Context: an optimization exercise on an open-source flow, tuned for small area, a short achievable clock period and few clock cycles per item. The choices shown serve that exercise and are no tape-out recipe. RTL that was checked went through simulation tests only; none was proved equivalent to the original. Only the layout flow was run in runs 1 to 3 and 8; the RTL was not checked for function there. No activity file was given, so power comes from the tool's default toggle rates.

==> flow/design.v <==
module oz_outer_fill (
    input  wire        clk,
    input  wire        rst,         
    input  wire        in_valid,
    output reg         in_ready,
    input  wire [7:0]  in_data,
    input  wire        in_erase,
    output reg         out_valid,
    output reg         out_fail,
    output wire [2:0]  out_cnt,
    output wire [23:0] out_pos,
    output wire [31:0] out_val
);
    function automatic [7:0] mul_a1(input [7:0] a);    
        mul_a1 = {a[6:0], 1'b0} ^ (a[7] ? 8'h1D : 8'h00);
    endfunction
    function automatic [7:0] gf_mul(input [7:0] a, input [7:0] b);
        reg [7:0] p;
        reg [7:0] x;
        integer   n;
        begin
            p = 8'h00;
            x = a;
            for (n = 0; n < 8; n = n + 1) begin
                p = p ^ (x & {8{b[n]}});
                x = mul_a1(x);
            end
            gf_mul = p;
        end
    endfunction
    function automatic [7:0] gf_sq(input [7:0] a);
        gf_sq = {a[6],
                 a[3] ^ a[5] ^ a[6],
                 a[5],
                 a[2] ^ a[4] ^ a[5] ^ a[7],
                 a[4] ^ a[6],
                 a[1] ^ a[4] ^ a[5] ^ a[6],
                 a[7],
                 a[0] ^ a[4] ^ a[6] ^ a[7]};
    endfunction
    function automatic [7:0] cm(input integer m, input [7:0] a);   
        case (m)
            0: cm = a;
            1: cm = mul_a1(a);
            2: cm = mul_a1(mul_a1(a));
            default: cm = mul_a1(mul_a1(mul_a1(a)));
        endcase
    endfunction
    function automatic [7:0] mul_am1(input [7:0] a);   
        mul_am1 = {1'b0, a[7:1]} ^ (a[0] ? 8'h8E : 8'h00);
    endfunction
    function automatic [7:0] rom_x(input [5:0] p);
        reg [7:0] h;
        begin
            case (p[5:2])
            4'd0: h = 8'ha1;
            4'd1: h = 8'hd2;
            4'd2: h = 8'ha0;
            4'd3: h = 8'h0a;
            4'd4: h = 8'h23;
            4'd5: h = 8'h77;
            4'd6: h = 8'h35;
            4'd7: h = 8'h9c;
            4'd8: h = 8'hc0;
            4'd9: h = 8'h0c;
            4'd10: h = 8'hc9;
            4'd11: h = 8'h5a;
            4'd12: h = 8'h26;
            4'd13: h = 8'he8;
            4'd14: h = 8'h80;
            4'd15: h = 8'h08;
                default: h = 8'h00;
            endcase
            if (p[0]) h = mul_am1(h);
            if (p[1]) h = mul_am1(mul_am1(h));
            rom_x = h;
        end
    endfunction
    reg        fwd, back;     
    reg  [5:0] idx;           
    reg  [2:0] nerr;          
    reg  [7:0] b  [0:3];
    reg  [5:0] pos[0:3];
    reg  [7:0] t;             
    reg  [1:0] k;             
    reg  [1:0] i;             
    reg  [3:0] bs;            
    reg  [1:0] asel;          
    reg  [3:0] step;          
    reg        prep, fin;     
    reg        chk;           
    reg        flast;         
    reg        klast;         
    assign out_cnt  = nerr;
    assign out_pos  = {pos[3], pos[2], pos[1], pos[0]};
    assign out_val  = {b[3], b[2], b[1], b[0]};
    wire       recv   = in_ready;
    wire       take   = in_valid && in_ready;
    wire [7:0] sym    = in_erase ? 8'h00 : in_data;
    wire       first  = (idx == 6'd0);
    wire       lastp  = (idx == 6'd63);
    wire [2:0] ncur   = first ? 3'd0 : nerr;
    wire       z0     = (ncur == 3'd0);
    wire       z1     = (ncur == 3'd1);
    wire       z45    = (ncur == 3'd4) || (ncur == 3'd5);
    wire       z5     = (ncur == 3'd5);
    wire [2:0] ninc   = z5 ? 3'd5 : ncur + 3'd1;
    wire [2:0] nnext  = in_erase ? ninc : ncur;
    wire       nosolve = in_erase ? z45 : (z0 || z5);    
    wire       f_is1  = in_erase ? z0 : z1;
    wire [1:0] fm1    = nerr[1:0] - 2'd1;       
    wire       jend   = (i == fm1);             
    wire [7:0] xr     = rom_x(recv ? idx : pos[asel]);
    wire [7:0] bop  = ({8{bs[0]}} & b[0]) | ({8{bs[1]}} & b[1]) |
                      ({8{bs[2]}} & b[2]) | ({8{bs[3]}} & b[3]);
    wire [7:0] mb   = fwd ? bop : gf_sq(bop);
    wire [7:0] ma   = {t[7:1] & {7{~fin}}, t[0] | fin};
    wire [7:0] prod = gf_mul(ma, mb);
    wire [7:0] add = recv ? sym : prod;
    reg  [7:0] base [0:3];
    reg  [3:0] ben;
    integer    q;
    always @(*) begin
        for (q = 0; q < 4; q = q + 1) begin
            ben[q] = take || ((fwd || (back && !prep)) && i == q) ||
                     (back && fin && k == q);
            if (recv)
                base[q] = first ? 8'h00 : cm(q, b[q]);
            else if (fwd || k == q)
                base[q] = b[q];
            else
                base[q] = 8'h00;
        end
    end
    reg bad;
    always @(*) begin
        bad = 1'b0;
        for (q = 0; q < 4; q = q + 1)
            if (q >= nerr && b[q] != 8'h00) bad = 1'b1;
    end
    wire done_cw  = take && lastp;
    wire solve_cw = done_cw && !nosolve;
    wire back_end = back && ((chk && (bad || nerr == 3'd1)) ||
                             (fin && jend && k == 2'd0));
    wire recv_nx  = (recv && !solve_cw) || back_end;
    always @(posedge clk) begin
        if (rst) begin
            in_ready  <= 1'b1;
            fwd       <= 1'b0;
            back      <= 1'b0;
            idx       <= 6'd0;
            out_valid <= 1'b0;
        end else begin
            in_ready  <= recv_nx;
            out_valid <= (done_cw && !solve_cw) || back_end;
            if (take)
                idx <= idx + 6'd1;
            if (solve_cw)
                fwd <= 1'b1;
            if (fwd && flast && klast) begin
                fwd  <= 1'b0;
                back <= 1'b1;
            end
            if (back_end)
                back <= 1'b0;
        end
    end
    always @(posedge clk) begin
        for (q = 0; q < 4; q = q + 1)
            if (ben[q]) b[q] <= base[q] ^ add;
        if (recv && z0)
            t <= xr;
        if (recv) begin
            k     <= 2'd0;
            i     <= 2'd3;
            bs    <= 4'b0100;
            flast <= 1'b0;
            fin   <= 1'b0;
            klast <= f_is1;
            asel  <= f_is1 ? 2'd0 : 2'd1;
        end
        if (take) begin
            if (in_erase && !ncur[2])
                pos[ncur[1:0]] <= idx;
            nerr <= nnext;
            if (done_cw)
                out_fail <= in_erase || !z0;
        end
        if (fwd) begin
            i     <= i - 2'd1;
            bs    <= bs >> 1;
            flast <= (i == k + 2'd2);
            if (flast) begin
                t <= xr;
                if (klast) begin
                    k     <= fm1 - 2'd1;
                    i     <= fm1;
                    bs    <= 4'b0001 << fm1;
                    asel  <= fm1 - 2'd1;
                    step  <= 4'd0;
                    prep  <= 1'b1;
                    fin   <= 1'b0;
                    chk   <= 1'b1;
                end else begin
                    k     <= k + 2'd1;
                    i     <= 2'd3;
                    bs    <= 4'b0100;
                    flast <= (k == 2'd1);
                    klast <= (k + 2'd1 == fm1) || (k == 2'd1);
                    asel  <= ((k + 2'd1 == fm1) || (k == 2'd1)) ? fm1 : k + 2'd2;
                end
            end
        end
        if (back) begin
            step <= step + 4'd1;
            prep <= 1'b0;
            fin  <= (step == 4'd7);
            chk  <= 1'b0;
            if (prep) begin
                t    <= t ^ xr;
                asel <= jend ? k : i + 2'd1;
            end
            if (fin) begin
                t    <= xr;
                step <= 4'd0;
                prep <= 1'b1;
                if (jend) begin
                    k    <= k - 2'd1;
                    i    <= k;
                    bs   <= 4'b0001 << k;
                    asel <= k - 2'd1;
                end else begin
                    i    <= i + 2'd1;
                    bs   <= bs << 1;
                    asel <= k;
                end
            end
            if (back_end)
                out_fail <= chk && bad;
        end
    end
endmodule
==> flow/flow/run.sh <==
#!/bin/bash
# The standard layout (standard.sh: ORFS synthesis with synth_recipe.tcl, then
# floorplan to finish) with three changes, none to the design's registers or constraints:
#  - ABC maps the logic with an area-oriented script (flow/abc_area.script) in place of
#    ORFS's delay-oriented abc_speed.script; ORFS's scripts are otherwise used unchanged,
#    from a copy whose abc_speed.script is replaced;
#  - the port buffers are buf_4 cells instead of the default delay-buffer cells;
#  - the resizer's setup repair aims for more slack than the 15 ns clock needs.
set -euo pipefail
here=$(pwd)
rm -rf "$here/orfs_scripts"
cp -r "$FLOW_HOME/scripts" "$here/orfs_scripts"
cp "$here/flow/abc_area.script" "$here/orfs_scripts/abc_speed.script"
export SCRIPTS_DIR="$here/orfs_scripts"
export BUFFER_PORTS_ARGS="-buffer_cell sky130_fd_sc_hd__buf_4"
export SETUP_SLACK_MARGIN=11.0
bash standard.sh > make_layout.log 2>&1
==> flow/flow/abc_area.script <==
strash
&get -n
&fraig -x
&put
scorr
dc2
strash
&get -n
&dch -f
&nf -R 1000
&put
==> flow/standard.sh <==
#!/bin/bash
# synth_recipe.tcl (not shown) runs the flow's synth.tcl, then flattens the netlist and writes it again
# the make line also repeats each setting of config.mk as NAME=value (left out here)
make -C /OpenROAD-flow-scripts/flow DESIGN_CONFIG=/design/flow/config.mk WORK_HOME=/design/flow/orfs CLKGATE_MAP_FILE= SYNTH_SCRIPT=/design/flow/synth_recipe.tcl "${@:-finish}"
==> flow/config.mk <==
export PLATFORM = sky130hd
export DESIGN_NAME = oz_outer_fill
export DESIGN_NICKNAME = oz_outer_fill
export VERILOG_FILES = /design/flow/design.v
export SDC_FILE = /design/flow/constraint.sdc
export NUM_CORES = 4
export LEC_CHECK = 0
export CAP_MARGIN = 20
export CORE_MARGIN = 2
export CORE_UTILIZATION = 40
export SLEW_MARGIN = 20
==> flow/constraint.sdc <==
create_clock -name core_clock -period 15.0 [get_ports {clk}]
set_input_delay 3.0000 -clock core_clock [delete_from_list [all_inputs] [get_ports {clk}]]
set_output_delay 3.0000 -clock core_clock [all_outputs]
set_load 0.01 [all_outputs]
==> results_dict.tcl, run 1 <==
set metrics [dict create \
    viasPerCell 5.75 \
    synth.distinct_cells 42 \
    drt_iter0_markers 600 \
    final_cell_area_mm2 0.00855 \
    synth_edf_count 65 \
    crit_path_start_kind "register" \
    seq_area_mm2 0.00260 \
    synth_area_leader_cell "edfxtp_1" \
    synth_flop_cell "edfxtp_1" \
    wl_per_cell_um 19.7 \
    start_util_pct 40.9 \
    arrival_ns 1.04 \
    vias 6329 \
    finalSetupViolCount 0 \
    cts_sinks 97 \
    areaGrowthSynthToFinish_pct 26.2 \
    cp_slowest_stage_delay_ns 0.51 \
    synth_seq_cells 97 \
    period_share_pct 26.9 \
    cap_viol_max_count 0 \
    syn_avg_cell_area_um2 9.17 \
    report.final.slew_viol_count 0 \
    async_reset_ff_share_pct 0 \
    io_pins 74 \
    clockPowerShare_pct 20.4 \
    path_clk_slew_ns 0.08 \
    syn_inst 739 \
    finalHoldViolations 0 \
    insertion_delay_ns 0.36 \
    clock_skew_ns 0.00929 \
    drc 0 \
    io_buffers 73 \
    worst_pin_slew_ns 0.884 \
    worstHoldPathType "reg2reg" \
    p_seq_share_pct 29.0 \
    nets 910 \
    dp_hpwl_um 15100 \
    crit_path_cell_trace "buf_6" \
    leakage_uw 0.00329 \
    grt_pass1_vias 6007 \
    p_switching_uw 465 \
    max_slew_margin_pct 39.4 \
    gr-total-overflow 0 \
    clockBufferDepth 2 \
    crit_type "reg2out" \
    synthTopCellsByArea "edfxtp_1 29%, xnor2_1 11%, dfxtp_1 9.5%" \
    path_buf_inv 1 \
    fmax_mhz 248 \
    htreeDepth 3 \
    pwr_density_cell_mw_per_mm2 135 \
    status "timing/DRC/antenna clean" \
    diodes 0 \
    cts_made_buffers 9 \
    ctsRootBufferMaster "clkbuf_16" \
    wl_um 21700 \
    drive_gt1_share_pct 20.5 \
    die_w_um 134 \
    crit_path_max_fanout 4 \
    cts_tree "built" \
    crit_family "flip-flops" \
    die_h_um 134 \
    nFillCells 1578 \
    track_usage_pct 24.5 \
    syn_nets 773 \
    period_needed_ns 4.04 \
    final_common_cell "buf_4" \
    ys_seq_area_share_pct 38.3 \
    drtAntennaViolNets 0 \
    dieArea_mm2 0.0180 \
    core_mm2 0.0166 \
    yosysWarnings 3 \
    combPwrFrac_pct 50.6 \
    cp-end-kind "primary output" \
    layout_common_cells "116 x buf_4, 107 x nor2_1, 80 x xnor2_1" \
    syn_area_mm2 0.00678 \
    cp_data_required_time_ns 12.00 \
    ir_worst_vdd_uv 59.2 \
    critical-path-slowest-cell "edfxtp_1" \
    p_int_uw 693 \
    place_congestion 0.902 \
    dr.pass1.iters 8 \
    holdBufCountCts 0 \
    rsz0062_at_grt "true" \
    core.rowCount 47 \
    grt_pass1_wl_um 34300 \
    synth_top_area_share_pct 28.8 \
    tns_ns 0 \
    placement.cell_area_mm2 0.00767 \
    swShare_pct 40.2 \
    grt_max_degree 25 \
    multiInputGateArea_mm2 0.00428 \
    antenna_found_initial 0 \
]
-- worst paths after layout --
path | cells after the start | startpoint | slack [ns] | end
min reg2reg | 1 | step[3] | 0.48 | fin
max | 1 | b[0][7] | 10.96 | out_val[7]
min | 1 | step[3] | 0.48 | fin
max reg2reg | 15 | b[0][5] | 11.23 | b[2][1]
-- layout make-up --
class                   count  share of cell area (%)
multi-input cells         622                    50.1
well taps                 220                    3.22
clock inverters             7                   0.893
repair buffers            126                    11.8
inverters                  20                   0.951
flip-flops and latches     97                    30.4
clock buffers               9                    2.63
-- state kept, by name (all words and copies together) (netlist names) --
register,count
k,2
out_valid,1
b,32
out_fail,1
fwd,1
klast,1
fin,1
i,2
bs,4
flast,1
prep,1
nerr,3
back,1
pos,24
chk,1
t,8
idx,6
in_ready,1
step,4
asel,2
-- timing repair --
item,in CTS,in global routing
buffers inserted,38,10
setup endpoints to repair,87,67
gates cloned,0,0
pin swaps,1,5
gates resized for setup,24,21
-- per-stage QoR --
step | util (%) | setup slack, ns | std cells | hold slack (ns) | power (uW)
3_3_place_gp | 46.3 | 9.94 | 1037 | 0.456 | 876
5_1_grt | 51.6 | 10.86 | 1101 | 0.514 | 1230
3_5_place_dp | 46.3 | 9.83 | 1037 | 0.461 | 880
4_1_cts | 50.5 | 10.92 | 1091 | 0.480 | 1140
2_1_floorplan | - | 10.93 | 739 | 0.441 | 748
6_report | 51.6 | 10.96 | 1101 | 0.482 | 1160
-- per-layer routing --
metal  vias up  wire length, um  part of all wire, %  global-route usage, %
li1       2987                -                    -                      -
met1      3004             9300                   43                   32.5
met2       280            10000                   46                   40.5
met3        58             1530                  7.0                   4.04
met4         0              863                  4.0                   8.89
met5         -                0                    0                      0
-- logic make-up after synthesis --
| kind of cell | after synthesis | share of synthesized area, % |
|---|---|---|
| AO/OA/AOI/OAI | 184 | 17.2 |
| XOR/XNOR | 139 | 18.0 |
| adder cells (fa/ha/maj) | 22 | 4.06 |
| buffers and inverters | 20 | 1.11 |
| flip-flops | 97 | 38.3 |
| multiplexers | 31 | 5.89 |
| AND/OR/NAND/NOR | 246 | 15.5 |
-- power by group through the flow --
stage	Sequential (uW)	Clock [uW]	Combinational [uW]
3_5_place_dp	355	0	525
3_3_place_gp	355	0	521
4_1_cts	335	240	569
2_1_floorplan	347	0	401
5_1_grt	339	250	638
6_report	336	236	586
-- cells in the mapped netlist (all sizes together) (2+ instances only) --
cell type,count
a21boi,3
a21o,5
a21oi,55
a221o,6
a222oi,8
a22o,3
a22oi,28
a31oi,6
and2,4
and3,6
clkinv,20
dfxtp,32
edfxtp,65
ha,22
mux2i,23
mux4,7
nand2,68
nand2b,2
nand3,19
nor2,110
nor2b,7
nor3,16
nor4,9
o21ai,42
o221ai,2
o22a,3
o22ai,13
o31ai,3
or3,2
xnor2,83
xor2,56
==> run 2, diff against run 1 <==
--- a/flow/flow/run.sh
+++ b/flow/flow/run.sh
@@ -14,3 +14,3 @@
 export SCRIPTS_DIR="$here/orfs_scripts"
-export BUFFER_PORTS_ARGS="-buffer_cell sky130_fd_sc_hd__buf_4"
+export BUFFER_PORTS_ARGS="-buffer_cell sky130_fd_sc_hd__buf_2"
 export SETUP_SLACK_MARGIN=11.0
==> run 2 against run 1 <==
Against the previous run: sequential cell count stayed put; synthesized cell count did not move; hold slack worse by 0.0082 ns; routed wire length shrank 1.8%; cell count is essentially flat; synthesized area unchanged; sequential share of layout area rose by 0.87 points; global-route usage decreased by 0.85 points; count of clock-buffer cells in the layout is the same.
==> results_dict.tcl, run 2 <==
set metrics [dict create \
    r2r_slack_ns 11.19 \
    drive_gt1_share_pct 20.0 \
    core.rowCount 47 \
    p_switching_uw 455 \
    core_mm2 0.0166 \
    ys_seq_area_share_pct 38.3 \
    grt_pass1_vias 5968 \
    async_reset_ff_share_pct 0 \
    fmax_mhz 248 \
    largest_reg_flops 32 \
    status "timing/DRC/antenna clean" \
    period_needed_ns 4.03 \
    synthTopCellsByArea "edfxtp_1 29%, xnor2_1 11%, dfxtp_1 9.5%" \
    drtAntennaViolNets 0 \
    worstHoldPathType "reg2reg" \
    p_int_uw 683 \
    period_share_pct 26.9 \
    nets 909 \
    pre_cts_ws_ns 9.97 \
    synth.distinct_cells 42 \
    synth_flop_cell "edfxtp_1" \
    report.final.slew_viol_count 0 \
    areaGrowthSynthToFinish_pct 22.6 \
    cap_viol_max_count 0 \
    max_slew_margin_pct 38.3 \
    yosysWarnings 3 \
    antenna_found_initial 0 \
    placement.cell_area_mm2 0.00748 \
    gr-total-overflow 0 \
    layout_common_cells "107 x nor2_1, 80 x xnor2_1, 73 x buf_2" \
    synth_most_common_cell "nor2_1" \
    cts_tree "built" \
    synth_area_leader_cell "edfxtp_1" \
    dieArea_mm2 0.0180 \
    diodes 0 \
    nFillCells 1589 \
    rsz0062_at_grt "true" \
    top_register "b" \
    dp_hpwl_um 14900 \
    synth_edf_count 65 \
    io_buffers 73 \
    crit_path_max_fanout 4 \
    ctsRootBufferMaster "clkbuf_16" \
    insertion_delay_ns 0.36 \
    track_usage_pct 23.7 \
    syn_nets 773 \
    ys_top_cells_by_count "110 x nor2_1, 83 x xnor2_1, 68 x nand2_1, 65 x edfxtp_1, 56 x xor2_1" \
    place_congestion 0.906 \
    synth_top_area_share_pct 28.8 \
    cp-end-kind "primary output" \
    io_pins 74 \
    drt_iter0_markers 718 \
    r2r-start "b[0][5]" \
    fin_ws_ns 10.97 \
    die_w_um 134 \
    viasPerCell 5.77 \
    finalHoldViolations 0 \
    cp_slowest_stage_delay_ns 0.49 \
    syn_inst 739 \
    syn_area_mm2 0.00678 \
    grt_pass1_wl_um 33100 \
    path_clk_slew_ns 0.08 \
    finalSetupViolCount 0 \
    path_buf_inv 1 \
    crit_type "reg2out" \
    critical-path-slowest-cell "edfxtp_1" \
    wl_um 21300 \
    crit_path_cell_trace "buf_2" \
    dr.pass1.iters 8 \
    p_seq_share_pct 29.4 \
    clockBufferDepth 2 \
    die_h_um 134 \
    tns_ns 0 \
    clockPowerShare_pct 20.2 \
    synth_seq_cells 97 \
    grt_max_degree 25 \
    syn_avg_cell_area_um2 9.17 \
    cp_data_required_time_ns 12.00 \
    combPwrFrac_pct 50.4 \
    vias 6348 \
    final_cell_area_mm2 0.00831 \
    hp-start "chk" \
    crit_path_start_kind "register" \
    drc 0 \
    cts_sinks 97 \
    start_util_pct 40.9 \
    worst_pin_slew_ns 0.899 \
    clock_skew_ns 0.0116 \
    swShare_pct 40.0 \
    ir_worst_vdd_uv 76.2 \
    leakage_uw 0.00320 \
    crit_path_start "b[0][7]" \
    pwr_density_cell_mw_per_mm2 137 \
    htreeDepth 3 \
    final_common_cell "nor2_1" \
    crit_family "flip-flops" \
    cts_made_buffers 9 \
    arrival_ns 1.03 \
    wl_per_cell_um 19.4 \
]
run 2: cell count changes in the layout (fill, tap and decap cells not counted), moves of 2 or more:
cell / before / now
buf_2: 0 / 73
buf_4: 116 / 50
buf_6: 7 / 0
a21oi_1: 49 / 51
a21oi_2: 6 / 4
inv_6: 3 / 1
run 2: worst reg2reg max path, delay by kind of cell (launching register included):
kind | cells | cell delay [ns]
AOI/OAI and AO/OA | 6 | 1.35
DFF | 1 | 0.45
and+or+nand+nor | 2 | 0.43
buffers and inverters | 2 | 0.37
xor gates and xnor gates | 5 | 0.92
run 2: area by class of cell:
class                   instances  area [um2]  share of cell area (%)
clock inverters                 7        70.1                   0.843
flip-flops and latches         97        2600                    31.3
inverters                      20        77.6                   0.933
repair buffers                125         781                    9.39
clock buffers                   9         225                    2.71
multi-input cells             622        4280                    51.5
well taps                     220         275                    3.31
run 2: timing repair:
item | 4_1_cts | 5_1_grt
setup endpoints to repair | 86 | 73
pin swaps | 1 | 5
hold endpoints to repair | 0 | 0
hold buffers | 0 | 0
gates resized for setup | 16 | 19
buffers inserted | 34 | 14
run 2: routing by layer:
layer	part of all wire, %	vias to the layer above	track usage [%]
met5	0	-	0
met2	47	304	38.5
met3	6.8	55	3.82
met4	4.3	0	10.5
met1	42	3010	31.2
li1	-	2979	-
run 2: worst paths after layout:
| check | end | depth (start not counted) |
|---|---|---|
| worst max-delay path | out_val[7] | 1 |
| worst min-delay path | chk | 2 |
| worst max register to register | b[2][3] | 15 |
| worst min register to register | chk | 2 |
run 2: logic make-up (layout without fill, tap and decap cells):
kind of cell,Yosys count,after routing,share of synthesized area [%]
adder cells (fa/ha/maj),22,22,4.06
buffers and inverters,20,161,1.11
XOR/XNOR,139,139,18.0
flip-flops,97,97,38.3
AO/OA/AOI/OAI,184,184,17.2
AND/OR/NAND/NOR,246,246,15.5
multiplexers,31,31,5.89
run 2: power groups by stage:
stage | sequential (uW) | clock, uW | combinational, uW
5_1_grt | 337 | 244 | 625
6_report | 334 | 230 | 574
4_1_cts | 334 | 235 | 553
3_5_place_dp | 354 | 0 | 512
3_3_place_gp | 354 | 0 | 512
2_1_floorplan | 347 | 0 | 401
run 2: per-stage QoR:
step / util [%] / power (uW) / hold slack [ns] / std cells
2_1_floorplan: - / 748 / 0.441 / 739
3_3_place_gp: 45.1 / 866 / 0.454 / 1036
3_5_place_dp: 45.1 / 866 / 0.459 / 1036
4_1_cts: 48.9 / 1120 / 0.478 / 1086
5_1_grt: 50.1 / 1210 / 0.506 / 1100
6_report: 50.1 / 1140 / 0.474 / 1100
==> run 3, diff against run 2 <==
--- a/flow/flow/run.sh
+++ b/flow/flow/run.sh
@@ -14,3 +14,3 @@
 export SCRIPTS_DIR="$here/orfs_scripts"
-export BUFFER_PORTS_ARGS="-buffer_cell sky130_fd_sc_hd__buf_2"
+export BUFFER_PORTS_ARGS="-buffer_cell sky130_fd_sc_hd__buf_1"
 export SETUP_SLACK_MARGIN=11.0
==> run 3 against run 2 <==
Against the previous run: still clean; sequential cell count unchanged; core utilization decreased by 0.69 points; combinational power decreased by 4.7%; clock skew increased by 0.0034 ns; synthesized area unchanged; register-to-register slack improved by 0.02 ns; clock power increased by 2%; fmax decreased by 0.46%; critical path type unchanged.
==> results_dict.tcl, run 3 <==
set metrics [dict create \
    path_clk_slew_ns 0.08 \
    top_register "b" \
    report.final.slew_viol_count 0 \
    pwr_density_cell_mw_per_mm2 136 \
    final_common_cell "nor2_1" \
    synthTopCellsByArea "edfxtp_1 29%, xnor2_1 11%, dfxtp_1 9.5%" \
    synth_top_area_share_pct 28.8 \
    status "timing/DRC/antenna clean" \
    synth_area_leader_cell "edfxtp_1" \
    finalSetupViolCount 0 \
    synth_flop_cell "edfxtp_1" \
    worstHoldPathType "reg2reg" \
    max_slew_margin_pct 35.3 \
    nets 906 \
    areaGrowthSynthToFinish_pct 21.0 \
    drc 0 \
    rsz0062_at_grt "true" \
    period_needed_ns 4.05 \
    grt_max_degree 25 \
    yosysWarnings 3 \
    crit_type "reg2out" \
    wl_per_cell_um 19.0 \
    insertion_delay_ns 0.37 \
    htreeDepth 3 \
    vias 6156 \
    async_reset_ff_share_pct 0 \
    crit_path_max_fanout 4 \
    path_buf_inv 1 \
    cp_slowest_stage_delay_ns 0.52 \
    core_mm2 0.0166 \
    ctsRootBufferMaster "clkbuf_16" \
    layout_common_cells "107 x nor2_1, 81 x xnor2_1, 70 x buf_1" \
    start_util_pct 40.9 \
    syn_inst 739 \
    fmax_mhz 247 \
    clock_skew_ns 0.0149 \
    ys_top_cells_by_count "110 x nor2_1, 83 x xnor2_1, 68 x nand2_1, 65 x edfxtp_1, 56 x xor2_1" \
    grt_pass1_wl_um 32500 \
    wl_um 20800 \
    die_h_um 134 \
    diodes 0 \
    track_usage_pct 23.6 \
    synth.distinct_cells 42 \
    cts_tree "built" \
    antenna_found_initial 0 \
    grt_pass1_vias 5788 \
    place_congestion 0.888 \
    crit_path_start_kind "register" \
    synth_seq_cells 97 \
    crit_path_cell_trace "buf_1" \
    die_w_um 134 \
    gr-total-overflow 0 \
    largest_reg_flops 32 \
    cts_sinks 97 \
    dr.pass1.iters 6 \
    core.rowCount 47 \
    drt_iter0_markers 521 \
    dp_hpwl_um 14700 \
    io_buffers 73 \
    cp-end-kind "primary output" \
    clockBufferDepth 2 \
    period_share_pct 27.0 \
    arrival_ns 1.05 \
    utilization_pct 49.4 \
    leakage_uw 0.00300 \
    synth_edf_count 65 \
    syn_avg_cell_area_um2 9.17 \
    drtAntennaViolNets 0 \
    tns_ns 0 \
    io_pins 74 \
    syn_nets 773 \
    ir_worst_vdd_uv 65.6 \
    synth_most_common_cell "nor2_1" \
    syn_area_mm2 0.00678 \
    cp_data_required_time_ns 12.00 \
    dieArea_mm2 0.0180 \
    worst_pin_slew_ns 0.944 \
    cts_made_buffers 9 \
    ys_seq_area_share_pct 38.3 \
    finalHoldViolations 0 \
    crit_family "flip-flops" \
    critical-path-slowest-cell "edfxtp_1" \
    holdBufCountCts 0 \
    cap_viol_max_count 0 \
    viasPerCell 5.61 \
    drive_gt1_share_pct 11.9 \
]
-- run 3: cell count changes in the layout (fill, tap and decap cells not counted), sizes merged --
| cell | delta |
|---|---|
| inv | +2 |
| clkbuf | +2 |
| clkinvlp | -1 |
| clkinv | -1 |
| buf | -5 |
-- run 3: cell type report --
| type | count | area (um2) |
|---|---|---|
| Tap cell | 220 | 275 |
| Sequential cell | 97 | 2600 |
| Clock buffer | 9 | 225 |
| Inverter | 20 | 81.3 |
| Clock inverter | 7 | 68.8 |
| Fill cell | 1638 | 8390 |
| Multi-Input combinational cell | 622 | 4260 |
| Timing Repair Buffer | 122 | 683 |
-- run 3: path summary, 6_finish.rpt --
check | start | to | slack [ns] | cells after the start
max reg2reg | b[1][5] | b[3][1] | 11.21 | 14
max | b[0][7] | out_val[7] | 10.95 | 1
min reg2reg | step[3] | fin | 0.48 | 1
min | step[3] | fin | 0.48 | 1
-- run 3: cells by family after synthesis --
| family | after synthesis | synth area share (%) |
|---|---|---|
| adders and majority gates | 22 | 4.06 |
| AOI/OAI and AO/OA | 184 | 17.2 |
| buffers and inverters | 20 | 1.11 |
| muxes | 31 | 5.89 |
| xor gates and xnor gates | 139 | 18.0 |
| DFF | 97 | 38.3 |
| and+or+nand+nor | 246 | 15.5 |
-- run 3: where the power goes --
| part | switching [uW] | internal (uW) | leakage, uW |
|---|---|---|---|
| sequential | 23.2 | 311 | 0.000886 |
| combinational | 304 | 243 | 0.00197 |
| clock | 117 | 117 | 0.000145 |
-- run 3: timing repair --
action,CTS,global route
setup endpoints to repair,100,73
setup buffers,35,10
pin swaps,0,4
gates resized for setup,16,23
hold endpoints to repair,0,0
-- run 3: per-layer routing --
metal,part of all wire [%],up-vias,global-route usage (%)
li1,-,2958,-
met1,44,2918,31.3
met2,46,226,37.5
met3,5.8,54,4.38
met4,3.7,0,10.7
met5,0,-,0
-- run 3: through the flow --
step                setup WS (ns)  std cells  power (uW)  hold slack, ns  cell area [um2]
floorplan                   10.93        739         748           0.441             6800
global placement            10.24       1036         854           0.455             7390
detailed placement          10.09       1036         855           0.465             7390
CTS                         10.84       1087        1110           0.482             8000
global route                10.93       1097        1180           0.501             8200
finish                      10.95       1097        1120           0.480             8200
==> run 4, diff against run 3 <==
--- a/flow/design.v
+++ b/flow/design.v
@@ -86,5 +86,4 @@
     reg  [1:0] i;             
-    reg  [3:0] bs;            
+    reg  [1:0] bs;            
     reg  [1:0] asel;          
-    reg  [3:0] step;          
     reg        prep, fin;     
@@ -113,4 +112,3 @@
     wire [7:0] xr     = rom_x(recv ? idx : pos[asel]);
-    wire [7:0] bop  = ({8{bs[0]}} & b[0]) | ({8{bs[1]}} & b[1]) |
-                      ({8{bs[2]}} & b[2]) | ({8{bs[3]}} & b[3]);
+    wire [7:0] bop  = b[bs];
     wire [7:0] mb   = fwd ? bop : gf_sq(bop);
@@ -155,4 +153,4 @@
             out_valid <= (done_cw && !solve_cw) || back_end;
-            if (take)
-                idx <= idx + 6'd1;
+            if (take || back)
+                idx <= (back && (fin || back_end)) ? 6'd0 : idx + 6'd1;
             if (solve_cw)
@@ -175,3 +173,3 @@
             i     <= 2'd3;
-            bs    <= 4'b0100;
+            bs    <= 2'd2;
             flast <= 1'b0;
@@ -190,3 +188,3 @@
             i     <= i - 2'd1;
-            bs    <= bs >> 1;
+            bs    <= bs - 2'd1;
             flast <= (i == k + 2'd2);
@@ -197,5 +195,4 @@
                     i     <= fm1;
-                    bs    <= 4'b0001 << fm1;
+                    bs    <= fm1;
                     asel  <= fm1 - 2'd1;
-                    step  <= 4'd0;
                     prep  <= 1'b1;
@@ -206,3 +203,3 @@
                     i     <= 2'd3;
-                    bs    <= 4'b0100;
+                    bs    <= 2'd2;
                     flast <= (k == 2'd1);
@@ -214,5 +211,4 @@
         if (back) begin
-            step <= step + 4'd1;
             prep <= 1'b0;
-            fin  <= (step == 4'd7);
+            fin  <= (idx[2:0] == 3'd7);
             chk  <= 1'b0;
@@ -224,3 +220,2 @@
                 t    <= xr;
-                step <= 4'd0;
                 prep <= 1'b1;
@@ -229,3 +224,3 @@
                     i    <= k;
-                    bs   <= 4'b0001 << k;
+                    bs   <= k;
                     asel <= k - 2'd1;
@@ -233,3 +228,3 @@
                     i    <= i + 2'd1;
-                    bs   <= bs << 1;
+                    bs   <= bs + 2'd1;
                     asel <= k;
--- a/flow/flow/run.sh
+++ b/flow/flow/run.sh
@@ -6,4 +6,6 @@
 #    from a copy whose abc_speed.script is replaced;
-#  - the port buffers are buf_4 cells instead of the default delay-buffer cells;
+#  - every port still gets a buffer, but a buf_1 cell instead of the default delay-buffer
+#    cell (the resizer may upsize it);
 #  - the resizer's setup repair aims for more slack than the 15 ns clock needs.
+# The whole make output goes to make_layout.log; ORFS keeps each step's log under orfs/logs.
 set -euo pipefail
--- a/flow/config.mk
+++ b/flow/config.mk
@@ -10,2 +10,4 @@
 export CORE_UTILIZATION = 40
+export CTS_CLUSTER_DIAMETER = 100
+export CTS_CLUSTER_SIZE = 30
 export SLEW_MARGIN = 20
==> run 4 against run 3 <==
Against the previous run: synthesized cell count is 0.41% lower; via count increased by 0.28%; clock power is 3% lower; sequential share of layout area fell by 2.1 points; cell count rose by 0.36%; non-clock buffer count up 7; hold slack gained 0.025 ns; sequential cell count down 6; die area fell by 1.3%; critical path type unchanged; largest cell class unchanged.
==> results_dict.tcl, run 4 <==
set metrics [dict create \
    status "timing/DRC/antenna clean" \
    crit_path_cell_trace "clkbuf_2" \
    synth_seq_cells 91 \
    drc 0 \
    r2r-start "bs[1]" \
    placement.cell_area_mm2 0.00733 \
    nets 911 \
    finalPower_uw 1070 \
    worstHoldPathType "reg2reg" \
    layout_common_cells "111 x xnor2_1, 89 x nor2_1, 74 x nand2_1" \
    areaGrowthSynthToFinish_pct 23.2 \
    track_usage_pct 22.3 \
    use_met1_pct 32.5 \
    critical-path-slowest-cell "edfxtp_1" \
    ys_seq_area_share_pct 36.4 \
    final_cell_area_mm2 0.00824 \
    viasPerCell 5.61 \
    htreeDepth 3 \
    report.final.slew_viol_count 0 \
    core_mm2 0.0165 \
    max_slew_margin_pct 28.7 \
    cts_sinks 91 \
    place_congestion 0.885 \
    clock_skew_ns 0.0101 \
    grt_pass1_vias 5807 \
    grt_max_degree 28 \
    cts_tree "built" \
    syn_nets 771 \
    synth_top_area_share_pct 27.4 \
    io_pins 74 \
    fmax_mhz 250 \
    tns_ns 0 \
    wl_per_cell_um 17.9 \
    finalSetupViolCount 0 \
    arrival_ns 1.00 \
    pwr_density_cell_mw_per_mm2 130 \
    dr.pass1.iters 6 \
    period_share_pct 26.7 \
    die_w_um 133 \
    syn_avg_cell_area_um2 9.08 \
    grt.busiest_layer "met2" \
    clockBufferDepth 2 \
    synth_edf_count 61 \
    synth_area_leader_cell "edfxtp_1" \
    ys_top_cells_by_count "116 x xnor2_1, 94 x nor2_1, 75 x nand2_1, 61 x edfxtp_1, 56 x o21ai_0" \
    start_util_pct 40.6 \
    wl_um 19700 \
    crit_family "flip-flops" \
    cp_data_required_time_ns 12.00 \
    grtUsageMet3_pct 3.58 \
    p_seq_share_pct 28.8 \
    cp_slowest_stage_delay_ns 0.48 \
    io_buffers 73 \
    drtAntennaViolNets 0 \
    ir_worst_vdd_uv 79.0 \
    dp_hpwl_um 13800 \
    syn_inst 736 \
    clockPowerShare_pct 21.5 \
    synth_most_common_cell "xnor2_1" \
    combPwrFrac_pct 49.8 \
    p_switching_uw 411 \
    pre_cts_ws_ns 10.10 \
    insertion_delay_ns 0.35 \
    syn_area_mm2 0.00669 \
    async_reset_ff_share_pct 0 \
    cap_viol_max_count 0 \
    swShare_pct 38.5 \
    synth_flop_cell "edfxtp_1" \
    fin_ws_ns 11.00 \
    diodes 0 \
    crit_path_start_kind "register" \
    finalHoldViolations 0 \
    p_int_uw 657 \
    r2r_slack_ns 11.25 \
    yosysWarnings 3 \
    gr-total-overflow 0 \
    cts_made_buffers 9 \
    synth.distinct_cells 49 \
    top_register "b" \
    die_h_um 133 \
    crit_type "reg2out" \
    rsz0062_at_grt "true" \
    cp-end-kind "primary output" \
    period_needed_ns 4.00 \
    drive_gt1_share_pct 14.4 \
    crit_path_max_fanout 4 \
    path_buf_inv 1 \
    vias 6173 \
    hold_end "chk" \
    synthTopCellsByArea "edfxtp_1 27%, xnor2_1 15%, dfxtp_1 9.0%" \
    leakage_uw 0.00291 \
    reg2reg_depth 16 \
    grtUsageMet2_pct 34.3 \
    dieArea_mm2 0.0178 \
    grt_pass1_wl_um 31600 \
    antenna_found_initial 0 \
    ctsRootBufferMaster "clkbuf_16" \
    r2r_end "b[3][2]" \
    path_clk_slew_ns 0.07 \
    core.rowCount 47 \
    final_common_cell "xnor2_1" \
    hp-start "chk" \
    drt_iter0_markers 564 \
    worst_pin_slew_ns 1.07 \
    whs_path_depth 2 \
    largest_reg_flops 32 \
]
run 4: changes by cell type after synthesis, sizes merged, moves of 4 or more:
cell and change:
xor2 -24, o21ai +14, nor2 -16, o22ai -11, xnor2 +33, nor3 -6
a21oi -17, nand3 +9, edfxtp -4, and3 -5, nand2b +9, nand2 +7
run 4: cell type report:
cell class / instances / area [um2]
repair buffers: 129 / 736
clock inverters: 6 / 56.3
well taps: 220 / 275
clock buffers: 10 / 239
fillers: 1560 / 8230
inverters: 22 / 85.1
multi-input cells: 623 / 4400
flip-flops and latches: 91 / 2440
run 4: kinds of logic (layout without fill, tap and decap cells):
family	count (synthesis)	after routing	share of synthesized area (%)
AND/OR/NAND/NOR	252	252	16.6
AO/OA/AOI/OAI	170	170	16.4
XOR/XNOR	148	148	19.4
flip-flops	91	91	36.4
multiplexers	30	30	5.65
adder cells (fa/ha/maj)	23	23	4.30
buffers and inverters	22	167	1.24
run 4: stage by stage:
step	utilization, %	hold WS, ns	std cells
2_1_floorplan	-	0.441	736
3_3_place_gp	44.5	0.451	1033
5_1_grt	50.0	0.513	1101
4_1_cts	48.5	0.496	1080
6_report	50.0	0.505	1101
3_5_place_dp	44.5	0.485	1033
run 4: power by group through the flow:
stage / sequential, uW / clock [uW] / combinational [uW]
global placement: 326 / 0 / 460
CTS: 308 / 231 / 504
finish: 307 / 229 / 532
floorplan: 320 / 0 / 369
global route: 309 / 242 / 576
detailed placement: 326 / 0 / 459
run 4: per-layer routing:
metal,vias up,share of wire (%)
met5,-,0
met4,0,2.1
met3,36,6.3
met2,257,45
met1,2918,47
li1,2962,-
run 4: how the worst max path moves through the flow:
stage / endpoint / cells past startpoint / start / slack, ns
6_report: out_val[4] / 1 / b[0][4] / 11.00
5_1_grt: out_val[4] / 1 / b[0][4] / 10.99
4_1_cts: out_val[28] / 1 / b[3][4] / 11.00
3_5_place_dp: b[0][4] / 14 / bs[0] / 10.10
3_3_place_gp: b[1][4] / 14 / bs[0] / 10.33
2_1_floorplan: b[0][3] / 4 / in_erase / 11.01
run 4: timing repair:
action,CTS,global route
gates cloned,1,0
buffers inserted,30,21
resized for setup,36,24
pin swaps,0,6
endpoints found under the setup margin,63,53
hold buffers,0,0
Testbench counts of run 4, summed over its fixed seeds: cycles 185,935, items 2,400.
==> run 5, diff against run 4 <==
--- a/flow/config.mk
+++ b/flow/config.mk
@@ -10,4 +10,2 @@
 export CORE_UTILIZATION = 40
-export CTS_CLUSTER_DIAMETER = 100
-export CTS_CLUSTER_SIZE = 30
 export SLEW_MARGIN = 20
==> run 5 against run 4 <==
Against the previous run: largest power group unchanged; clock power about the same; still clean on timing, DRC and antenna; fmax unchanged; die area unchanged; largest cell class unchanged.
==> results_dict.tcl, run 5 <==
set metrics [dict create \
    clock_skew_ns 0.0101 \
    rsz0062_at_grt "true" \
    die_w_um 133 \
    drive_gt1_share_pct 14.4 \
    synth_most_common_cell "xnor2_1" \
    crit_family "flip-flops" \
    clockPowerShare_pct 21.5 \
    drc 0 \
    vias 6173 \
    hold_ws_ns 0.505 \
    synth_edf_count 61 \
    path_clk_slew_ns 0.07 \
    clockBufferDepth 2 \
    top_register "b" \
    wl_met2_um 8820 \
    drt_iter0_markers 564 \
    place_congestion 0.885 \
    period_share_pct 26.7 \
    cp_data_required_time_ns 12.00 \
    finalSetupViolCount 0 \
    critical-path-slowest-cell "edfxtp_1" \
    syn_inst 736 \
    ctsRootBufferMaster "clkbuf_16" \
    p_seq_share_pct 28.8 \
    ys_seq_area_share_pct 36.4 \
    diodes 0 \
    fmax_mhz 250 \
    dr.pass1.iters 6 \
    track_usage_pct 22.3 \
    highest_layer "met4" \
    p_switching_uw 411 \
    yosysWarnings 3 \
    cts_sinks 91 \
    status "timing/DRC/antenna clean" \
    cts_tree "built" \
    finalPower_uw 1070 \
    p_int_uw 657 \
    core.rowCount 47 \
    io_buffers 73 \
    seq_area_mm2 0.00244 \
    synth_flop_cell "edfxtp_1" \
    antenna_found_initial 0 \
    core_mm2 0.0165 \
    max_slew_margin_pct 28.7 \
    cap_viol_max_count 0 \
    htreeDepth 3 \
    cp_slowest_stage_delay_ns 0.48 \
    dp_hpwl_um 13800 \
    async_reset_ff_share_pct 0 \
    cts_made_buffers 9 \
    leakage_uw 0.00291 \
    placement.cell_area_mm2 0.00733 \
    viasPerCell 5.61 \
    gr-total-overflow 0 \
    worstHoldPathType "reg2reg" \
    final_common_cell "xnor2_1" \
    areaGrowthSynthToFinish_pct 23.2 \
    holdBufCountCts 0 \
    start_util_pct 40.6 \
    crit_path_cell_trace "clkbuf_2" \
    nFillCells 1560 \
    worst_pin_slew_ns 1.07 \
    combPwrFrac_pct 49.8 \
    syn_avg_cell_area_um2 9.08 \
    pwr_density_cell_mw_per_mm2 130 \
    ys_top_cells_by_count "116 x xnor2_1, 94 x nor2_1, 75 x nand2_1, 61 x edfxtp_1, 56 x o21ai_0" \
    synth_area_leader_cell "edfxtp_1" \
    syn_area_mm2 0.00669 \
    grt_pass1_wl_um 31600 \
    swShare_pct 38.5 \
    crit_path_max_fanout 4 \
    synth_seq_cells 91 \
    io_pins 74 \
    multiInputGateArea_mm2 0.00440 \
    final_cell_area_mm2 0.00824 \
    crit_path_start_kind "register" \
    layout_common_cells "111 x xnor2_1, 89 x nor2_1, 74 x nand2_1" \
    largest_reg_flops 32 \
    arrival_ns 1.00 \
    report.final.slew_viol_count 0 \
    wl_met1_um 9230 \
    wl_per_cell_um 17.9 \
    insertion_delay_ns 0.35 \
    nets 911 \
    die_h_um 133 \
    cp-end-kind "primary output" \
    synth.distinct_cells 49 \
    crit_type "reg2out" \
    tns_ns 0 \
    period_needed_ns 4.00 \
    path_buf_inv 1 \
    synthTopCellsByArea "edfxtp_1 27%, xnor2_1 15%, dfxtp_1 9.0%" \
    drtAntennaViolNets 0 \
    wl_um 19700 \
    grt_max_degree 28 \
    wl_met3_um 1240 \
    finalHoldViolations 0 \
    dieArea_mm2 0.0178 \
    grt_pass1_vias 5807 \
    ir_worst_vdd_uv 79.0 \
    syn_nets 771 \
    synth_top_area_share_pct 27.4 \
]
==> run 5: cell counts after synthesis <==
No cell type changed its count.
==> run 5: logic make-up after synthesis <==
group / count (synthesis) / share of synthesized area [%]
adder cells (fa/ha/maj): 23 / 4.30
flip-flops: 91 / 36.4
buffers and inverters: 22 / 1.24
AND/OR/NAND/NOR: 252 / 16.6
multiplexers: 30 / 5.65
XOR/XNOR: 148 / 19.4
AO/OA/AOI/OAI: 170 / 16.4
==> run 5: area by class of cell <==
| cell class | count | share of cell area [%] |
|---|---|---|
| clock buffers | 10 | 2.90 |
| clock inverters | 6 | 0.684 |
| inverters | 22 | 1.03 |
| multi-input cells | 623 | 53.4 |
| flip-flops and latches | 91 | 29.7 |
| well taps | 220 | 3.34 |
| repair buffers | 129 | 8.93 |
==> run 5: worst paths after layout <==
kind | slack [ns] | cells past startpoint | to | from
setup / recovery | 11.00 | 1 | out_val[4] | b[0][4]
setup reg to reg | 11.25 | 16 | b[3][2] | bs[1]
hold reg to reg | 0.50 | 2 | chk | chk
hold / removal | 0.50 | 2 | chk | chk
==> run 5: through the flow <==
step | instances | util, % | setup WS (ns)
final | 1101 | 50.0 | 11.00
after global routing | 1101 | 50.0 | 10.99
after CTS | 1080 | 48.5 | 11.00
after detailed placement | 1033 | 44.5 | 10.10
after global placement | 1033 | 44.5 | 10.33
after floorplan | 736 | - | 11.01
==> run 5: power by group through the flow <==
stage / combinational, uW / clock [uW] / sequential, uW
after global placement: 460 / 0 / 326
after floorplan: 369 / 0 / 320
after global routing: 576 / 242 / 309
final: 532 / 229 / 307
after detailed placement: 459 / 0 / 326
after CTS: 504 / 231 / 308
==> run 5: timing repair <==
action | CTS | global route
resized for setup | 36 | 24
pin swaps | 0 | 6
setup buffers | 30 | 21
cloned | 1 | 0
endpoints found under the setup margin | 63 | 53
==> run 5: layer usage <==
| metal | track usage [%] | up-vias |
|---|---|---|
| li1 | - | 2962 |
| met1 | 32.5 | 2918 |
| met5 | 0 | - |
| met4 | 6.74 | 0 |
| met2 | 34.3 | 257 |
| met3 | 3.58 | 36 |
==> run 6, diff against run 5 <==
==> flow/flow/abc_area.script (replaced) <==
strash
&get -n
&fraig -x
&put
scorr
dc2
strash
&get -n
&dch -f
&nf -R 1000
&put
strash
&get -n
&dch -f
&nf -R 1000
&put
==> run 6 against run 5 <==
Against the previous run: sequential power is 1% higher; critical path type unchanged; core utilization is 0.50 points lower; critical path depth stayed put; clock skew is 0.00099 ns higher; register-to-register slack hardly changed.
==> results_dict.tcl, run 6 <==
set metrics [dict create \
    ys_top_cells_by_count "115 x xnor2_1, 100 x nand2_1, 75 x nor2_1, 61 x edfxtp_1, 55 x o21ai_0" \
    yosysWarnings 3 \
    finalSetupViolCount 0 \
    period_needed_ns 4.02 \
    drtAntennaViolNets 0 \
    vias 6064 \
    cp_slowest_stage_delay_ns 0.49 \
    finalHoldViolations 0 \
    io_pins 74 \
    arrival_ns 1.02 \
    max_slew_margin_pct 33.6 \
    final_cell_area_mm2 0.00810 \
    grt_max_degree 27 \
    ctsRootBufferMaster "clkbuf_16" \
    nets 896 \
    clockBufferDepth 2 \
    ys_seq_area_share_pct 36.8 \
    placement.cell_area_mm2 0.00727 \
    viasPerCell 5.58 \
    drive_gt1_share_pct 12.9 \
    crit_type "reg2out" \
    multiInputGateArea_mm2 0.00431 \
    layout_common_cells "109 x xnor2_1, 99 x nand2_1, 71 x nor2_1" \
    track_usage_pct 22.2 \
    cts_sinks 91 \
    seq_area_mm2 0.00244 \
    largest_reg_flops 32 \
    synth_top_family_by_area "XOR/XNOR gates" \
    tns_ns 0 \
    status "timing/DRC/antenna clean" \
    synth-compound-area-share_pct 16.9 \
    synthTopCellsByArea "edfxtp_1 28%, xnor2_1 15%, dfxtp_1 9.1%" \
    utilization_pct 49.5 \
    grt_pass1_vias 5513 \
    synth_edf_count 61 \
    report.final.slew_viol_count 0 \
    drc 0 \
    start_util_pct 40.5 \
    rsz0062_at_grt "true" \
    synth.distinct_cells 48 \
    syn_inst 729 \
    synth_seq_cells 91 \
    synthSimpleGateAreaFrac_pct 16.7 \
    htreeDepth 3 \
    core.rowCount 47 \
    top_register "b" \
    grt_pass1_wl_um 30400 \
    async_reset_ff_share_pct 0 \
    dieArea_mm2 0.0176 \
    syn_avg_cell_area_um2 9.08 \
    cap_viol_max_count 0 \
    dp_hpwl_um 13700 \
    wl_per_cell_um 18.2 \
    io_buffers 73 \
    grtUsageMet3_pct 4.48 \
    synth_most_common_cell "xnor2_1" \
    ir_worst_vdd_uv 75.8 \
    cts_made_buffers 9 \
    crit_path_cell_trace "clkbuf_2" \
    drt_iter0_markers 675 \
    leakage_uw 0.00290 \
    final_cell_count_no_fill 1087 \
    gr-total-overflow 0 \
    grtUsageMet2_pct 35.1 \
    muxShareOfSynthArea_pct 4.78 \
    period_share_pct 26.8 \
    use_met1_pct 30.0 \
    syn_nets 764 \
    place_congestion 0.873 \
    synth_xor_area_share_pct 19.5 \
    die_h_um 133 \
    finalPower_uw 1160 \
    synth_flop_cell "edfxtp_1" \
    synth_area_leader_cell "edfxtp_1" \
    die_w_um 133 \
    worstHoldPathType "reg2reg" \
    core_mm2 0.0163 \
    final_common_cell "xnor2_1" \
    cp-end-kind "primary output" \
    dr.pass1.iters 8 \
    worst_pin_slew_ns 0.968 \
    pwr_density_cell_mw_per_mm2 143 \
    fmax_mhz 249 \
    syn_area_mm2 0.00662 \
    cp_data_required_time_ns 12.00 \
    synth_top_area_share_pct 27.7 \
    critical-path-slowest-cell "edfxtp_1" \
    wl_um 19800 \
    areaGrowthSynthToFinish_pct 22.3 \
    path_buf_inv 1 \
    path_clk_slew_ns 0.07 \
    antenna_found_initial 0 \
    clock_skew_ns 0.0110 \
    grt.busiest_layer "met2" \
    synth_fa_ha_area_share_pct 4.35 \
    insertion_delay_ns 0.36 \
    crit_path_max_fanout 2 \
    nFillCells 1622 \
    crit_family "flip-flops" \
    cts_tree "built" \
    crit_path_start_kind "register" \
    placed_cells 1027 \
]
run 6: changes by cell type in the layout (fill, tap and decap cells not counted), moves of 3 or more:
cell,before,now
nand2b_1,11,15
buf_4,54,46
nand3_1,27,20
o211ai_1,2,5
o221ai_1,4,0
o31ai_1,0,3
mux2i_1,19,14
nor2_1,89,71
o21a_1,0,3
o22ai_1,1,8
nand2_1,74,99
run 6: cell families (layout without fill, tap and decap cells):
kind of cell | count (synthesis) | in the layout
compound gates | 174 | 174
xor+xnor | 147 | 147
fa+ha+maj | 23 | 23
buf+inv | 18 | 155
flops | 91 | 91
mux | 24 | 24
other cells | 0 | 1
simple gates | 252 | 252
run 6: timing repair:
action                     in CTS  in global routing
gates cloned                    1                  0
setup buffers                  30                 12
hold buffers                    0                  0
setup endpoints to repair      65                 57
pin swaps                       0                  3
resized for setup              15                 36
run 6: worst paths after layout:
| kind | start | to | slack, ns | cells past startpoint |
|---|---|---|---|---|
| worst max-delay path | b[1][6] | out_val[14] | 10.98 | 1 |
| worst min-delay path | chk | chk | 0.49 | 2 |
| worst max register to register | bs[0] | b[0][2] | 11.24 | 15 |
| worst min register to register | chk | chk | 0.49 | 2 |
run 6: layout make-up:
class                   count  share of cell area (%)
clock buffers               9                    2.78
repair buffers            121                    8.36
inverters                  18                   0.943
flip-flops and latches     91                    30.1
clock inverters             7                    1.08
diodes                      1                  0.0309
well taps                 220                    3.40
multi-input cells         620                    53.3
run 6: power by group:
part           leakage [uW]  switching (uW)  internal, uW
registers          0.000847            19.7           291
clock network      0.000152             106           132
logic               0.00190             337           271
total               0.00290             463           695
run 6: routing by layer:
metal  vias to the layer above  wire length [um]
li1                       2913                 -
met1                      2871              8800
met2                       240              9110
met3                        40              1330
met4                         0               572
met5                         -                 0
run 6: stage by stage:
step / hold slack [ns] / worst slack [ns]
after detailed placement: 0.472 / 10.23
after CTS: 0.488 / 10.84
final: 0.491 / 10.98
after global placement: 0.453 / 10.24
after floorplan: 0.441 / 11.01
after global routing: 0.514 / 10.95
==> run 7, diff against run 6 <==
--- a/flow/flow/run.sh
+++ b/flow/flow/run.sh
@@ -17,3 +17,3 @@
 export BUFFER_PORTS_ARGS="-buffer_cell sky130_fd_sc_hd__buf_1"
-export SETUP_SLACK_MARGIN=11.0
+export SETUP_SLACK_MARGIN=10.9
 bash standard.sh > make_layout.log 2>&1
==> run 7 against run 6 <==
Against the previous run: still clean on timing, DRC and antenna; total power is 3.3% lower; core utilization is 1.3 points lower; clock power hardly changed; register-to-register slack worse by 0.10 ns; global-route usage is 0.76 points lower; sequential power is 2% higher; via count is 2.3% lower; fmax is 0.83% lower; sequential cell count stayed put; final area is 2.6% lower; non-clock buffer count is 20 lower.
==> results_dict.tcl, run 7 <==
set metrics [dict create \
    pwr_density_cell_mw_per_mm2 142 \
    period_share_pct 27.0 \
    report.final.slew_viol_count 0 \
    synth_seq_cells 91 \
    drtAntennaViolNets 0 \
    wl_per_cell_um 17.9 \
    dr.pass1.iters 8 \
    muxShareOfSynthArea_pct 4.78 \
    worstHoldPathType "reg2reg" \
    drt_iter0_markers 649 \
    leakage_uw 0.00276 \
    dieArea_mm2 0.0176 \
    synth_area_leader_cell "edfxtp_1" \
    crit_type "in2reg" \
    synth_most_common_cell "xnor2_1" \
    yosysWarnings 3 \
    synthSimpleGateAreaFrac_pct 16.7 \
    ys_top_cells_by_count "115 x xnor2_1, 100 x nand2_1, 75 x nor2_1, 61 x edfxtp_1, 55 x o21ai_0" \
    synth_fa_ha_area_share_pct 4.35 \
    holdBufCountCts 0 \
    antenna_found_initial 0 \
    synth.distinct_cells 48 \
    clockBufferDepth 2 \
    viasPerCell 5.56 \
    worst_pin_slew_ns 0.856 \
    start_util_pct 40.5 \
    grt_pass1_vias 5463 \
    status "timing/DRC/antenna clean" \
    ys_seq_area_share_pct 36.8 \
    drc 0 \
    syn_nets 764 \
    final_common_cell "xnor2_1" \
    crit_path_start_kind "primary input" \
    arrival_ns 4.04 \
    io_buffers 73 \
    path_clk_slew_ns 0.06 \
    dp_hpwl_um 13700 \
    track_usage_pct 21.4 \
    cts_tree "built" \
    syn_area_mm2 0.00662 \
    cp-end-kind "register" \
    finalHoldViolations 0 \
    ir_worst_vdd_uv 67.7 \
    vias 5927 \
    cts_sinks 91 \
    nFillCells 1626 \
    largest_reg_flops 32 \
    synth_edf_count 61 \
    gr-total-overflow 0 \
    place_congestion 0.845 \
    placed_cells 1027 \
    syn_avg_cell_area_um2 9.08 \
    wl_um 19100 \
    die_h_um 133 \
    fmax_mhz 247 \
    cp_data_required_time_ns 14.99 \
    synth-compound-area-share_pct 16.9 \
    drive_gt1_share_pct 10.0 \
    hold_ws_ns 0.483 \
    io_pins 74 \
    max_slew_margin_pct 41.3 \
    diodes 0 \
    synth_xor_area_share_pct 19.5 \
    synth_top_area_share_pct 27.7 \
    synth_flop_cell "edfxtp_1" \
    nets 876 \
    period_needed_ns 4.05 \
    cts_made_buffers 9 \
    cap_viol_max_count 0 \
    final_cell_count_no_fill 1066 \
    crit_path_max_fanout 10 \
    insertion_delay_ns 0.36 \
    areaGrowthSynthToFinish_pct 19.1 \
    die_w_um 133 \
    clock_skew_ns 0.00915 \
    async_reset_ff_share_pct 0 \
    finalSetupViolCount 0 \
    htreeDepth 3 \
    grt_max_degree 25 \
    synth_top_family_by_area "XOR/XNOR gates" \
    layout_common_cells "109 x xnor2_1, 100 x nand2_1, 72 x buf_1" \
    core.rowCount 47 \
    rsz0062_at_grt "true" \
    grt_pass1_wl_um 29900 \
    top_register "b" \
    core_mm2 0.0163 \
    syn_inst 729 \
    tns_ns 0 \
    synthTopCellsByArea "edfxtp_1 28%, xnor2_1 15%, dfxtp_1 9.1%" \
    ctsRootBufferMaster "clkbuf_16" \
]
==> run 7: critical path: stages <==
cell     delay (ns)
buf_1          0.32
nand3_1        0.27
nor3_2         0.45
==> run 7: cell families (layout without fill, tap and decap cells) <==
| family | count (synthesis) | count (layout) |
|---|---|---|
| muxes | 24 | 24 |
| adders and majority gates | 23 | 23 |
| buffers and inverters | 18 | 135 |
| xor gates and xnor gates | 147 | 147 |
| DFF | 91 | 91 |
| AOI/OAI and AO/OA | 174 | 174 |
| and+or+nand+nor | 252 | 252 |
==> run 7: what timing repair did <==
item | 4_1_cts | 5_1_grt
resized for setup | 18 | 31
endpoints found under the setup margin | 64 | 54
pin swaps | 0 | 3
buffers inserted | 5 | 16
gates cloned | 1 | 0
==> run 7: area by class of cell <==
| type | instances | area (um2) | area share, % |
|---|---|---|---|
| clock inverter | 5 | 62.6 | 0.794 |
| timing repair buffer | 101 | 520 | 6.60 |
| multi-input combinational | 620 | 4270 | 54.2 |
| tap | 220 | 275 | 3.49 |
| inverter | 18 | 72.6 | 0.921 |
| sequential | 91 | 2440 | 31.0 |
| clock buffer | 11 | 243 | 3.08 |
==> run 7: metal layers <==
metal | global-route usage, % | wire, um
met1 | 30.4 | 8920
met2 | 34.3 | 8840
met3 | 4.02 | 1160
met4 | 4.24 | 142
met5 | 0 | 0
==> run 7: report_power, final <==
| part | internal [uW] | switching [uW] | leakage [uW] |
|---|---|---|---|
| registers | 292 | 26.7 | 0.000847 |
| clock network | 135 | 102 | 0.000142 |
| logic | 257 | 308 | 0.00177 |
| total | 684 | 437 | 0.00276 |
==> run 7: worst paths after layout <==
kind              cells after the start   endpoint  slack, ns      from
setup / recovery                      3  pos[1][1]      10.95  in_erase
setup reg to reg                     17    b[3][4]      11.14     bs[0]
hold / removal                        2        chk       0.48       chk
hold reg to reg                       2        chk       0.48       chk
==> run 7: metrics by stage <==
stage	instance area [um2]	setup slack, ns	total power [uW]	util, %
floorplan	6630	10.75	737	-
global placement	7220	10.39	848	44.2
detailed placement	7220	10.34	847	44.2
CTS	7640	10.73	1100	46.7
global route	7880	10.81	1190	48.2
finish	7880	10.95	1120	48.2
==> run 8, diff against run 7 <==
--- a/flow/design.v
+++ b/flow/design.v
@@ -90,4 +90,2 @@
     reg        chk;           
-    reg        flast;         
-    reg        klast;         
     assign out_cnt  = nerr;
@@ -111,2 +109,4 @@
     wire       jend   = (i == fm1);             
+    wire       flast  = (i == k + 2'd1);        
+    wire       klast  = (k == 2'd2) || (k == fm1);   
     wire [7:0] xr     = rom_x(recv ? idx : pos[asel]);
@@ -174,5 +174,3 @@
             bs    <= 2'd2;
-            flast <= 1'b0;
             fin   <= 1'b0;
-            klast <= f_is1;
             asel  <= f_is1 ? 2'd0 : 2'd1;
@@ -189,3 +187,2 @@
             bs    <= bs - 2'd1;
-            flast <= (i == k + 2'd2);
             if (flast) begin
@@ -204,4 +201,2 @@
                     bs    <= 2'd2;
-                    flast <= (k == 2'd1);
-                    klast <= (k + 2'd1 == fm1) || (k == 2'd1);
                     asel  <= ((k + 2'd1 == fm1) || (k == 2'd1)) ? fm1 : k + 2'd2;
==> run 8 against run 7 <==
Against the previous run: clock skew increased by 0.0030 ns; final area decreased by 1.8%; total power increased by 13%; largest power group unchanged; sequential cell count decreased by 2; non-clock buffer count decreased by 5; cell count decreased by 1.0%; count of clock-buffer cells in the layout decreased by 2; via count decreased by 1.2%.
==> results_dict.tcl, run 8 <==
set metrics [dict create \
    status "timing/DRC/antenna clean" \
    period_share_pct 27.3 \
    cp-end-kind "register" \
    syn_nets 762 \
    insertion_delay_ns 0.36 \
    start_util_pct 41.1 \
    crit_path_start_kind "primary input" \
    pwr_density_cell_mw_per_mm2 164 \
    nets 869 \
    yosysWarnings 3 \
    ctsRootBufferMaster "clkbuf_16" \
    grt_pass1_wl_um 30900 \
    largest_reg_flops 32 \
    clockBufferDepth 2 \
    grt_max_degree 25 \
    synth_flop_cell "edfxtp_1" \
    r2r_slack_ns 11.24 \
    rsz0062_at_grt "true" \
    ir_worst_vdd_uv 74.9 \
    drc 0 \
    ys_seq_area_share_pct 36.3 \
    synth_edf_count 60 \
    arrival_ns 4.09 \
    final_cell_count_no_fill 1055 \
    cap_viol_max_count 0 \
    synth_area_leader_cell "edfxtp_1" \
    io_buffers 73 \
    crit_path_start "in_valid" \
    syn_inst 727 \
    layout_common_cells "107 x xnor2_1, 85 x nand2_1, 84 x nor2_1" \
    dr.pass1.iters 6 \
    syn_avg_cell_area_um2 9.02 \
    core.rowCount 46 \
    die_h_um 132 \
    diodes 0 \
    viasPerCell 5.55 \
    gr-total-overflow 0 \
    r2r-start "bs[0]" \
    finalHoldViolations 0 \
    io_pins 74 \
    die_w_um 132 \
    dieArea_mm2 0.0174 \
    cts_tree "built" \
    cp_data_required_time_ns 15.00 \
    crit_path_max_fanout 7 \
    htreeDepth 3 \
    dp_hpwl_um 13800 \
    fmax_mhz 244 \
    period_needed_ns 4.09 \
    holdBufCountCts 0 \
    critical-path-slowest-cell "nor3_2" \
    cts_sinks 89 \
    crit_path_cell_trace "buf_1 -> nand2_1 -> clkinv_1 -> nand3_1 -> nor3_2" \
    tns_ns 0 \
    final_common_cell "xnor2_1" \
    ys_top_cells_by_count "110 x xnor2_1, 85 x nand2_1, 85 x nor2_1, 60 x edfxtp_1" \
    async_reset_ff_share_pct 0 \
    report.final.slew_viol_count 0 \
    path_clk_slew_ns 0.08 \
    synthTopCellsByArea "edfxtp_1 27%, xnor2_1 15%, dfxtp_1 8.9%" \
    synth_top_area_share_pct 27.5 \
    clock_skew_ns 0.0122 \
    cts_made_buffers 9 \
    track_usage_pct 22.4 \
    place_congestion 0.884 \
    vias 5858 \
    wl_um 19400 \
    leakage_uw 0.00276 \
    antenna_found_initial 0 \
    pre_cts_ws_ns 10.29 \
    drive_gt1_share_pct 8.58 \
    synth.distinct_cells 43 \
    areaGrowthSynthToFinish_pct 18.1 \
    top_register "b" \
    placed_cells 1022 \
    worst_pin_slew_ns 0.922 \
    synth_most_common_cell "xnor2_1" \
    core_mm2 0.0159 \
    syn_area_mm2 0.00656 \
    wl_per_cell_um 18.4 \
    drt_iter0_markers 571 \
    drtAntennaViolNets 0 \
    worstHoldPathType "reg2reg" \
    reg2reg_depth 15 \
    crit_path_end "pos[2][2]" \
    max_slew_margin_pct 36.8 \
    crit_type "in2reg" \
    fin_ws_ns 10.91 \
    synth_seq_cells 89 \
    cp_slowest_stage_delay_ns 0.45 \
    finalSetupViolCount 0 \
    grt_pass1_vias 5410 \
    r2r_end "b[1][3]" \
]
run 8: worst max-delay path, delay by kind of cell:
| family | cells | cell delay [ns] |
|---|---|---|
| buffers and inverters | 2 | 0.31 |
| AND/OR/NAND/NOR | 3 | 0.78 |
run 8: layer usage:
layer	vias to the layer above	share of wire (%)	wire (um)	global-route usage (%)
li1	2838	-	-	-
met1	2749	45	8760	31.5
met2	241	46	8870	35.9
met3	30	7.2	1400	3.58
met4	0	1.7	338	6.34
met5	-	0	0	0
run 8: cells by family after synthesis:
| family | synth area share [%] |
|---|---|
| AO/OA/AOI/OAI | 16.0 |
| multiplexers | 5.52 |
| adder cells (fa/ha/maj) | 4.39 |
| buffers and inverters | 1.20 |
| AND/OR/NAND/NOR | 16.8 |
| XOR/XNOR | 19.8 |
| flip-flops | 36.3 |
run 8: power by group:
group          switching, uW  total (uW)  internal (uW)
Combinational            386         711            325
Sequential              35.1         328            293
Clock                    111         231            119
Total                    533        1270            738
run 8: stage by stage:
stage / total power [uW] / utilization, % / instance area (um2) / hold slack [ns]
floorplan: 854 / - / 6560 / 0.455
global placement: 1010 / 44.8 / 7150 / 0.479
detailed placement: 1000 / 44.8 / 7150 / 0.491
CTS: 1250 / 47.8 / 7630 / 0.504
global route: 1350 / 48.6 / 7740 / 0.535
finish: 1270 / 48.6 / 7740 / 0.504
run 8: worst min-delay path by stage:
| stage | startpoint | to | slack [ns] | cells after the start |
|---|---|---|---|---|
| 6_report | chk | chk | 0.50 | 2 |
| 5_1_grt | chk | chk | 0.54 | 2 |
| 4_1_cts | chk | chk | 0.50 | 2 |
| 3_5_place_dp | chk | chk | 0.49 | 2 |
| 3_3_place_gp | chk | chk | 0.48 | 2 |
| 2_1_floorplan | chk | chk | 0.46 | 2 |
run 8: area by class of cell:
type | count | area (um2)
tap | 216 | 270
clock inverter | 7 | 81.3
sequential | 89 | 2390
inverter | 21 | 78.8
fill | 1566 | 8200
clock buffer | 9 | 225
multi-input combinational | 617 | 4210
timing repair buffer | 96 | 485
run 8: timing repair:
action | CTS | global route
gates cloned | 1 | 0
resized for setup | 20 | 22
setup endpoints to repair | 65 | 54
pin swaps | 1 | 3
setup buffers | 10 | 6

==> port drivers added, routing unchanged <==
Ports are ideal in the flow. The routed layouts listed here were re-timed in OpenROAD.
Step 1 sets driving cells, clkbuf_16 on the clock port and buf_2 on the other inputs (assumed; they add their load-dependent delay and slew).
Step 2 moves the port delays by t, midway between the first and last clock arrival at a register: inputs arrive t later, outputs are due t later. That takes back most of the time a late clock gives input paths.
Slacks: ideal / step 1 / step 2; pairs: ideal / step 1.
| run | shift t [ns] | slack for setup (ns) | worst register clock-pin slew, ns |
|---|---|---|---|
| run 1 | 0.392 | 10.962 / 10.921 / 10.712 | 0.08 / 0.08 |
| run 2 | 0.392 | 10.967 / 10.927 / 10.673 | 0.08 / 0.08 |
| run 3 | 0.402 | 10.948 / 10.905 / 10.682 | 0.08 / 0.08 |
| run 4 | 0.390 | 10.995 / 10.954 / 10.740 | 0.08 / 0.08 |
| run 5 | 0.390 | 10.995 / 10.954 / 10.740 | 0.08 / 0.08 |
| run 6 | 0.398 | 10.982 / 10.939 / 10.724 | 0.08 / 0.08 |
| run 7 | 0.394 | 10.948 / 10.911 / 10.558 | 0.07 / 0.07 |
| run 8 | 0.393 | 10.909 / 10.887 / 10.527 | 0.08 / 0.08 |
After both steps setup and hold are still met in every run listed. The setup slack of run 7, which loses most, moves by -0.037 ns with the drivers and by -0.390 ns with both steps.
